This design comes from an exercise in tuning for small area and a short achievable clock period on the open sky130 flow, not from production work. The RTL was checked by simulation tests, not by an equivalence proof against the original design. Power figures rest on the tool's default switching activity, not on a simulated workload.

### design/flow/design.v
module knaha_alu (
    input  wire [7:0]  op,    
    input  wire [15:0] a,     
    input  wire [15:0] v,     
    output reg  [15:0] y
);
    localparam signed [16:0] QMAX = 17'sd32767;
    localparam signed [16:0] QMIN = -17'sd32768;
    wire signed [16:0] sa = {a[15], a};
    wire signed [16:0] sv = {v[15], v};
    wire signed [16:0] sum  = sa + sv;
    wire signed [16:0] diff = sa - sv;
    wire signed [16:0] negv = -sv;
    function [15:0] sat17(input signed [16:0] x);
        if (x > QMAX)      sat17 = 16'h7FFF;
        else if (x < QMIN) sat17 = 16'h8000;
        else               sat17 = x[15:0];
    endfunction
    always @(*) begin
        case (op)
            8'h19: y = v;
            8'h1A: y = a + v;
            8'h1B: y = a - v;
            8'h1C: y = sat17(sum);
            8'h1D: y = sat17(diff);
            8'h1E: y = a & v;
            8'h1F: y = a | v;
            8'h20: y = a ^ v;
            8'h21: y = a << v[3:0];
            8'h22: y = $signed(a) >>> v[3:0];
            8'h23: y = a >> v[3:0];
            8'h24: y = ($signed(a) < $signed(v)) ? a : v;
            8'h25: y = ($signed(a) > $signed(v)) ? a : v;
            8'h26: y = v[15] ? sat17(negv) : v;
            8'h27: y = sat17(negv);
            default: y = 16'h0000;
        endcase
    end
endmodule
module knaha_mac (
    input  wire        clk,
    input  wire        rst,
    input  wire        trig,      
    input  wire [7:0]  op,        
    input  wire [15:0] a,         
    input  wire [15:0] v,         
    input  wire [15:0] x,         
    input  wire [15:0] y,         
    output reg  [39:0] acc,
    output wire        ready,     
    output wire        ready_n,   
    output wire        ovf        
);
    localparam K_CLR  = 3'd0;    
    localparam K_LD   = 3'd1;    
    localparam K_SET  = 3'd2;    
    localparam K_NSET = 3'd3;    
    localparam K_ADD  = 3'd4;    
    localparam K_SUB  = 3'd5;    
    reg [2:0]  kind;
    reg [15:0] m1, m2;
    always @(*) begin
        m1 = a;
        m2 = v;
        case (op)
            8'h35: kind = K_SET;
            8'h36: kind = K_ADD;
            8'h37: kind = K_SUB;
            8'h38: begin
                m1 = x;
                m2 = y;
                case (v[5:4])
                    2'b00: kind = K_ADD;
                    2'b01: kind = K_SET;
                    2'b10: kind = K_SUB;
                    default: kind = K_NSET;
                endcase
            end
            8'h39: kind = K_LD;
            default: kind = K_CLR;
        endcase
    end
    reg        s1_v, s2_v;
    reg [2:0]  s1_k, s2_k;
    reg [15:0] s1_m1, s1_m2, s2_m1, s2_m2;
    assign ready   = ~s1_v & ~s2_v;
    assign ready_n = ~trig & ~s1_v;
    always @(posedge clk) begin
        if (rst) begin
            s1_v <= 1'b0;
            s2_v <= 1'b0;
        end else begin
            s1_v <= trig;
            s2_v <= s1_v;
        end
        s1_k  <= kind;
        s1_m1 <= m1;
        s1_m2 <= m2;
        s2_k  <= s1_k;
        s2_m1 <= s1_m1;
        s2_m2 <= s1_m2;
    end
    wire signed [31:0] prod = $signed(s2_m1) * $signed(s2_m2);
    wire signed [40:0] acc_x = {acc[39], acc};
    wire signed [40:0] prod_x = {{9{prod[31]}}, prod};
    wire signed [40:0] sum = (s2_k == K_SUB) ? acc_x - prod_x : acc_x + prod_x;
    wire sum_ovf = sum[40] != sum[39];
    wire [39:0] sum_sat = !sum_ovf ? sum[39:0] :
                          sum[40]  ? {1'b1, 39'h0} : {1'b0, {39{1'b1}}};
    reg [39:0] acc_n;
    always @(*) begin
        case (s2_k)
            K_CLR:  acc_n = 40'h0;
            K_LD:   acc_n = {{9{s2_m2[15]}}, s2_m2, 15'h0};
            K_SET:  acc_n = prod_x[39:0];
            K_NSET: acc_n = -prod_x[39:0];
            default: acc_n = sum_sat;
        endcase
    end
    assign ovf = s2_v && (s2_k == K_ADD || s2_k == K_SUB) && sum_ovf;
    always @(posedge clk) begin
        if (rst)
            acc <= 40'h0;
        else if (s2_v)
            acc <= acc_n;
    end
endmodule
module knaha_exec (
    input  wire        clk,
    input  wire        rst,         
    input  wire        mode_init,   
    input  wire [31:0] instr,       
    input  wire [15:0] ext_a,       
    input  wire [15:0] ext_b,       
    input  wire [15:0] dx,          
    input  wire [15:0] dy,          
    output wire        wa_en,       
    output wire [7:0]  wa_dst,
    output wire [15:0] wa_data,
    output wire        wb_en,       
    output wire [7:0]  wb_dst,
    output wire [15:0] wb_data,
    output wire        dmac_go,     
    output wire [3:0]  pred         
);
    reg [15:0] gp [0:15];
    reg [15:0] alu_a, alu_res;
    reg [15:0] cmp_a;
    reg [1:0]  cmp_p;
    reg [15:0] mac_a;
    reg [2:0]  g;            
    reg        g3;           
    reg        mode;         
    reg        st_drop, st_ovf;
    wire [39:0] acc;
    wire        mac_ready;
    wire g3_eff = mode ? mac_ready : g3;
    wire [3:0] gv = {g3_eff, g};
    assign pred = gv;
    wire        paired = instr[31];
    wire        imm    = ~paired & instr[26];
    wire [3:0]  guard_a = paired ? short_guard(instr[30:29]) : instr[30:27];
    wire [7:0]  src_a   = paired ? {2'b00, instr[28:23]} : instr[25:18];
    wire [7:0]  dst_a   = paired ? {1'b0, instr[22:16]}
                                 : (imm ? instr[9:2] : instr[17:10]);
    wire [3:0]  guard_b = short_guard(instr[15:14]);
    wire [7:0]  src_b   = {2'b00, instr[13:8]};
    wire [7:0]  dst_b   = {1'b0, instr[7:1]};
    wire exec_a = ~rst & guard_ok(guard_a, gv);
    wire exec_b = ~rst & paired & guard_ok(guard_b, gv);
    wire [15:0] val_a = imm ? instr[25:10] : src_val(src_a, ext_a);
    wire [15:0] val_b = src_val(src_b, ext_b);
    assign wa_en   = exec_a;
    assign wa_dst  = dst_a;
    assign wa_data = val_a;
    assign wb_en   = exec_b;
    assign wb_dst  = dst_b;
    assign wb_data = val_b;
    function [3:0] short_guard(input [1:0] c);
        case (c)
            2'd0: short_guard = 4'h0;
            2'd1: short_guard = 4'h1;
            2'd2: short_guard = 4'h2;
            default: short_guard = 4'h9;
        endcase
    endfunction
    function guard_ok(input [3:0] code, input [3:0] p);
        reg c;
        begin
            case (code[2:0])
                3'd0: c = 1'b1;
                3'd1: c = p[0];
                3'd2: c = p[1];
                3'd3: c = p[2];
                3'd4: c = p[3];
                3'd5: c = p[0] & p[1];
                3'd6: c = p[2] & p[3];
                default: c = p[0] | p[1];
            endcase
            guard_ok = code[3] ? ~c : c;
        end
    endfunction
    function [15:0] src_val(input [7:0] s, input [15:0] ext);
        begin
            if (s >= 8'h08 && s <= 8'h17)
                src_val = gp[s[3:0]];
            else case (s)
                8'h00: src_val = 16'h0000;
                8'h01: src_val = 16'h0001;
                8'h02: src_val = 16'hFFFF;
                8'h03: src_val = 16'h7FFF;
                8'h04: src_val = 16'h8000;
                8'h18: src_val = alu_res;
                8'h19: src_val = {12'h000, gv};
                8'h1A: src_val = acc[31:16];
                8'h1B: src_val = acc[15:0];
                8'h1C: src_val = mac_sat(acc);
                8'h1D: src_val = {{8{acc[39]}}, acc[39:32]};
                8'h1E, 8'h1F, 8'h20, 8'h21, 8'h22, 8'h23, 8'h24, 8'h25, 8'h26,
                8'h27, 8'h28, 8'h29, 8'h2A, 8'h2B, 8'h2C, 8'h2D, 8'h2E, 8'h2F,
                8'h30, 8'h32:
                       src_val = ext;
                8'h31: src_val = {12'h000, mac_ready, mode, st_drop, st_ovf};
                default: src_val = 16'h0000;
            endcase
        end
    endfunction
    function [15:0] mac_sat(input [39:0] a);
        reg [40:0] r;
        reg [25:0] q;
        begin
            r = {a[39], a} + 41'h4000;
            q = r[40:15];
            if ($signed(q) > 26'sd32767)
                mac_sat = 16'h7FFF;
            else if ($signed(q) < -26'sd32768)
                mac_sat = 16'h8000;
            else
                mac_sat = q[15:0];
        end
    endfunction
    wire wr_b = exec_b;
    wire wr_a = exec_a;
    wire [15:0] alu_a_n = (wr_b && dst_b == 8'h18) ? val_b :
                          (wr_a && dst_a == 8'h18) ? val_a : alu_a;
    wire [15:0] cmp_a_n = (wr_b && dst_b == 8'h28) ? val_b :
                          (wr_a && dst_a == 8'h28) ? val_a : cmp_a;
    wire [1:0]  cmp_p_n = (wr_b && dst_b == 8'h29) ? val_b[1:0] :
                          (wr_a && dst_a == 8'h29) ? val_a[1:0] : cmp_p;
    wire [15:0] mac_a_n = (wr_b && dst_b == 8'h34) ? val_b :
                          (wr_a && dst_a == 8'h34) ? val_a : mac_a;
    wire mode_wr_b = wr_b && dst_b == 8'h3B;
    wire mode_wr_a = wr_a && dst_a == 8'h3B;
    wire mode_n = mode_wr_b ? (val_b == 16'd1) :
                  mode_wr_a ? (val_a == 16'd1) : mode;
    wire alu_tb = wr_b && dst_b >= 8'h19 && dst_b <= 8'h27;
    wire alu_ta = wr_a && dst_a >= 8'h19 && dst_a <= 8'h27;
    wire        alu_t  = alu_tb | alu_ta;
    wire [7:0]  alu_op = alu_tb ? dst_b : dst_a;
    wire [15:0] alu_v  = alu_tb ? val_b : val_a;
    wire cmp_tb = wr_b && dst_b >= 8'h2A && dst_b <= 8'h33;
    wire cmp_ta = wr_a && dst_a >= 8'h2A && dst_a <= 8'h33;
    wire        cmp_t  = cmp_tb | cmp_ta;
    wire [7:0]  cmp_op = cmp_tb ? dst_b : dst_a;
    wire [15:0] cmp_v  = cmp_tb ? val_b : val_a;
    wire mac_tb = wr_b && dst_b >= 8'h35 && dst_b <= 8'h3A;
    wire mac_ta = wr_a && dst_a >= 8'h35 && dst_a <= 8'h3A;
    wire        mac_t  = mac_tb | mac_ta;
    wire [7:0]  mac_op = mac_tb ? dst_b : dst_a;
    wire [15:0] mac_v  = mac_tb ? val_b : val_a;
    wire [15:0] alu_y;
    knaha_alu u_alu (.op(alu_op), .a(alu_a_n), .v(alu_v), .y(alu_y));
    reg cmp_r;
    always @(*) begin
        case (cmp_op)
            8'h2A: cmp_r = $signed(cmp_a_n) <  $signed(cmp_v);
            8'h2B: cmp_r = $signed(cmp_a_n) <= $signed(cmp_v);
            8'h2C: cmp_r = cmp_a_n == cmp_v;
            8'h2D: cmp_r = cmp_a_n != cmp_v;
            8'h2E: cmp_r = $signed(cmp_a_n) >= $signed(cmp_v);
            8'h2F: cmp_r = $signed(cmp_a_n) >  $signed(cmp_v);
            8'h30: cmp_r = cmp_a_n <  cmp_v;
            8'h31: cmp_r = cmp_a_n >= cmp_v;
            default: cmp_r = cmp_v != 16'd0;       
        endcase
    end
    wire       pset = cmp_t && cmp_op == 8'h33;
    wire [3:0] pwr_en  = !cmp_t ? 4'b0000 :
                         pset   ? 4'b1111 : (4'b0001 << cmp_p_n);
    wire [3:0] pwr_val = pset ? cmp_v[3:0] : {4{cmp_r}};
    wire mac_drop = mac_t & mode & ~mac_ready;
    wire mac_acc  = mac_t & ~mac_drop;
    wire mac_ovf;
    wire ready_n;    
    assign dmac_go = mac_acc && mac_op == 8'h38;
    knaha_mac u_mac (
        .clk(clk), .rst(rst),
        .trig(mac_acc), .op(mac_op), .a(mac_a_n), .v(mac_v), .x(dx), .y(dy),
        .acc(acc), .ready(mac_ready), .ready_n(ready_n), .ovf(mac_ovf)
    );
    integer i;
    always @(posedge clk) begin
        if (rst) begin
            for (i = 0; i < 16; i = i + 1) gp[i] <= 16'h0000;
            alu_a   <= 16'h0000;
            alu_res <= 16'h0000;
            cmp_a   <= 16'h0000;
            cmp_p   <= 2'd0;
            mac_a   <= 16'h0000;
            g       <= 3'b000;
            g3      <= mode_init;    
            mode    <= mode_init;
            st_drop <= 1'b0;
            st_ovf  <= 1'b0;
        end else begin
            for (i = 0; i < 16; i = i + 1) begin
                if (wr_b && dst_b == 8'h08 + i)
                    gp[i] <= val_b;
                else if (wr_a && dst_a == 8'h08 + i)
                    gp[i] <= val_a;
            end
            alu_a <= alu_a_n;
            cmp_a <= cmp_a_n;
            cmp_p <= cmp_p_n;
            mac_a <= mac_a_n;
            if (alu_t)
                alu_res <= alu_y;
            for (i = 0; i < 3; i = i + 1)
                if (pwr_en[i])
                    g[i] <= pwr_val[i];
            if (mode_n)
                g3 <= ready_n;
            else if (!mode && pwr_en[3])
                g3 <= pwr_val[3];
            mode <= mode_n;
            if (mac_drop)
                st_drop <= 1'b1;
            if (mac_ovf)
                st_ovf <= 1'b1;
        end
    end
endmodule
### design/flow/run.sh
#!/bin/bash
# synth_recipe.tcl (not shown) runs the flow's synth.tcl, then flattens the netlist and writes it again
# the make line also repeats each setting of config.mk as NAME=value (left out here)
make -C /OpenROAD-flow-scripts/flow DESIGN_CONFIG=/design/flow/config.mk WORK_HOME=/design/flow/orfs CLKGATE_MAP_FILE= SYNTH_SCRIPT=/design/flow/synth_recipe.tcl finish
### design/flow/config.mk
export PLATFORM = sky130hd
export DESIGN_NAME = knaha_exec
export DESIGN_NICKNAME = knaha_exec
export VERILOG_FILES = /design/flow/design.v
export SDC_FILE = /design/flow/constraint.sdc
export NUM_CORES = 4
export LEC_CHECK = 0
export CAP_MARGIN = 20
export CORE_MARGIN = 2
export CORE_UTILIZATION = 30
export PLACE_DENSITY = 0.5
export SLEW_MARGIN = 20
### design/flow/constraint.sdc
create_clock -name core_clock -period 11.0 [get_ports {clk}]
set_input_delay 2.2000 -clock core_clock [delete_from_list [all_inputs] [get_ports {clk}]]
set_output_delay 2.2000 -clock core_clock [all_outputs]
set_load 0.01 [all_outputs]
==> out/results.ini <==
[placed_design]
io_buffers = 151
gp_congestion = 1.053
hpwl_um = 208100

[die]
core_area_um2 = 156400
initial_utilization_pct = 30.21
row_count = 145
io_pins = 154
die_w_um = 400.9
die-height_um = 400.9
dieArea_um2 = 160700

[setup_path]
critical_path_class = reg -> reg
cp.required_ps = 11650
arrival_ps = 11090
worstSetupStartpointType = flop
critPathBufInv = 11
worstRegToRegCells = 44
reg2reg_setup_slack_ps = 560
r2r_end = u_mac.acc[17]
crit_top_cell = buf_4
r2r-start = u_mac.s2_m2[6]
slowest_delay_ps = 540
slowest_stage = fa_1
cp_max_fo = 6
cp_top_family = adder cells
crit_path_end_kind = flop
worstSetupPathDepth = 44

[routing]
first_pass_iters = 10
route.met2.wl_um = 112300
met3WireLength_um = 26280
route.detailed.drc = 0
vias = 52352
viasPerCell = 6.062
top_layer = met5
routed_wirelength_um = 270200
avgRoutedWirePerCell_um = 31.28
drt-initial-drc-count = 6796
drtAntennaViolNets = 0
drt-met1-wl_um = 118600

[min_path]
whs_endpoint = u_mac.s2_k[0]
hold_class = reg -> reg
worstHoldStart = u_mac.s1_k[0]
worstHoldPathCells = 0

[pwr]
vdd_ir_drop_max_v = 0.0001208
p_seq_share_pct = 28.8
combPwrFrac_pct = 33.9
swShare_pct = 38.28
p_int_w = 0.003541
power.share.clock_pct = 37.3
p_sw_w = 0.002196
leakage_nw = 23.59
p_per_area_nw_per_um2 = 101.6

[clocking]
cts_hold_buf = 0
cts_sinks = 441
cts.path.max_buffers = 3
numCtsBuffers = 57
cts_tree = yes
clk_latency_ps = 710
cts.htree.levels = 2
clock-root-buffer = clkbuf_16
cts.clk_slew.worst_paths_ps = 60

[finish]
layout-drive-gt1-share_pct = 14.57
fill_cells = 16492
nNetsFinal = 7083
final_cell_mix = 648 x nor2_1, 587 x nand2_1, 581 x buf_4, 442 x inv_1, 424 x dfxtp_1
final_common_cell = nor2_1
syn2layout_area_growth_pct = 19.47
utilization_pct = 36.10

[flow_run]
cap_viol_max_count = 0

[synthesis]
synth-adder-area-share_pct = 16.36
syn_nets = 6799
ys_ff_latch = 441
synth.distinct_cells = 107
yosysTopAreaCellShare_pct = 18.64
synth.area.mux_share_pct = 7.189
yosys.area.top_type = dfxtp_1
syn_area_um2 = 47250
netlist_top_cells_area = dfxtp_1 19%, fa_1 11%, nor2_1 5.3%
synth_edf_count = 1
netlist_instances = 6241
synth_compound_area_share_pct = 25.53
ys_async_sr_fraction_pct = 0
yosys.area_share.simple_pct = 21.04
yosys_warnings = 4
synth_ff_type = dfxtp_1
synth_top_family_by_area = compound AO/OA/AOI/OAI gates
synth_xor_xnor_area_share_pct = 3.188
yosysSeqAreaShare_pct = 18.71
avgSynthCellArea_um2 = 7.571

[sta]
fmax_ghz = 0.09580
relSlewSlack_pct = 19.38
period_share_pct = 94.89
period_needed_ps = 10440
worst_pin_slew_ps = 1198
finalSetupViolCount = 0
hold_slack_ps = 306.6
clock_skew_ps = 41.85
slew_violations = 0
hold_violations = 0

[grt]
grt_pass1_wl_um = 379500
grt_max_degree = 85
grt_pass1_vias = 49697
grt_antenna_before_repair = 12
grt_usage_pct = 32.35
gr-total-overflow = 0

[status]
status = timing/DRC/antenna clean

metrics by stage:
step / instance area [um^2] / TNS [ps] / cells / worst slack (ps) / power (W)
after floorplan: 47250 / 0 / 6241 / 545.8 / 0.002661
after global placement: 54120 / 0 / 8522 / 245.8 / 0.003547
after detailed placement: 54120 / 0 / 8522 / 235.6 / 0.003544
after CTS: 56210 / 0 / 8630 / 89.86 / 0.005678
after global routing: 56440 / -34.11 / 8633 / -34.11 / 0.005897
final: 56450 / 0 / 8636 / 561.7 / 0.005736
cell type report:
type | instances | area [um^2] | share of cell area, %
multi-input cells | 4830 | 35110 | 62.20
flip-flops and latches | 441 | 8859 | 15.69
repair buffers | 744 | 6115 | 10.83
well taps | 2058 | 2575 | 4.561
inverters | 451 | 1693 | 2.999
clock buffers | 80 | 1643 | 2.910
clock inverters | 28 | 446.7 | 0.7913
diodes | 4 | 10.01 | 0.01773
synthesized netlist by cell type, drive strengths merged, types with 17 or more instances:
| master | count |
|---|---|
| nor3 | 100 |
| xor2 | 59 |
| nor4 | 29 |
| o221ai | 22 |
| a32oi | 27 |
| dfxtp | 440 |
| nand2 | 590 |
| and3 | 76 |
| or3 | 30 |
| inv | 446 |
| a21oi | 378 |
| a222oi | 27 |
| o21bai | 20 |
| a221oi | 56 |
| nand2b | 46 |
| mux2i | 240 |
| a21o | 60 |
| o22ai | 32 |
| a22oi | 62 |
| o21a | 42 |
| o31ai | 30 |
| mux2 | 78 |
| nand4 | 36 |
| fa | 265 |
| nor2b | 44 |
| a311oi | 60 |
| a22o | 41 |
| buf | 102 |
| o21ai | 344 |
| or2 | 28 |
| clkbuf | 417 |
| a211oi | 246 |
| o2111ai | 20 |
| nand3 | 199 |
| nor2 | 672 |
| a211o | 18 |
| o211ai | 44 |
| xnor2 | 113 |
| ha | 194 |
| nor3b | 17 |
| a31oi | 60 |
| and2 | 167 |
| nand3b | 22 |
routing by layer:
metal / GRT usage, % / vias up
li1: - / 22753
met1: 45.42 / 25978
met2: 47.38 / 3021
met3: 7.150 / 594
met4: 13.51 / 6
met5: 0.5947 / -
power by group through the flow:
stage	clock network, W	registers (W)	logic, W
floorplan	0	0.00167	0.000995
finish	0.00214	0.00165	0.00194
detailed placement	0	0.00169	0.00186
CTS	0.00216	0.00165	0.00187
global placement	0	0.00169	0.00186
global route	0.00221	0.00166	0.00203
kinds of logic after synthesis:
kind of cell	after synthesis
buffers and inverters	970
AND/OR/NAND/NOR	2114
other	1
flip-flops	441
multiplexers	323
adder cells (fa/ha/maj)	459
AO/OA/AOI/OAI	1761
XOR/XNOR	172
timing repair:
item	in CTS	in global routing
gates resized for setup	0	62
setup buffers	0	2
hold endpoints to repair	0	0
endpoints found under the setup margin	0	41
registers in the layout (all words and copies together) (netlist names), 16 cells and up:
register / cells
gp: 256
u_mac.acc: 40
alu_a: 16
alu_res: 16
cmp_a: 16
mac_a: 16
u_mac.s1_m1: 16
u_mac.s1_m2: 16
u_mac.s2_m1: 16
u_mac.s2_m2: 16
worst max-delay path by stage:
stage	start	end	slack (ps)
3_3_place_gp	u_mac.s2_m1[8]	u_mac.acc[35]	250
3_5_place_dp	u_mac.s2_m1[2]	u_mac.acc[31]	240
5_1_grt	u_mac.s2_m2[1]	u_mac.acc[17]	-30
2_1_floorplan	u_mac.s2_m2[3]	u_mac.acc[35]	550
6_report	u_mac.s2_m2[6]	u_mac.acc[17]	560
4_1_cts	u_mac.s2_m2[9]	u_mac.acc[35]	90

what the ideal ports hide:
No port has a modelled driver above. Below, the same layout with a new extraction and two added sets of constraints. Step 1 assumes that a clkbuf_16 drives the clock port and a buf_2 every other input. Step 2, shift: input delay + t, output delay - t, t = (earliest + latest rising clock arrival at the registers) / 2. This alone moves slack from input paths to output paths. a / b / c = ideal ports / drivers / drivers and shift; a / b = the first two.
t, ns: 0.769
setup slack, ns: 0.562 / 0.562 / -0.087
slew at the worst register clock pin (ns): 0.07 / 0.07
Met with ideal ports but missed after step 2: setup timing in this run. For this run, drivers alone change the setup slack by 0.000 ns; drivers and shift together by -0.649 ns.
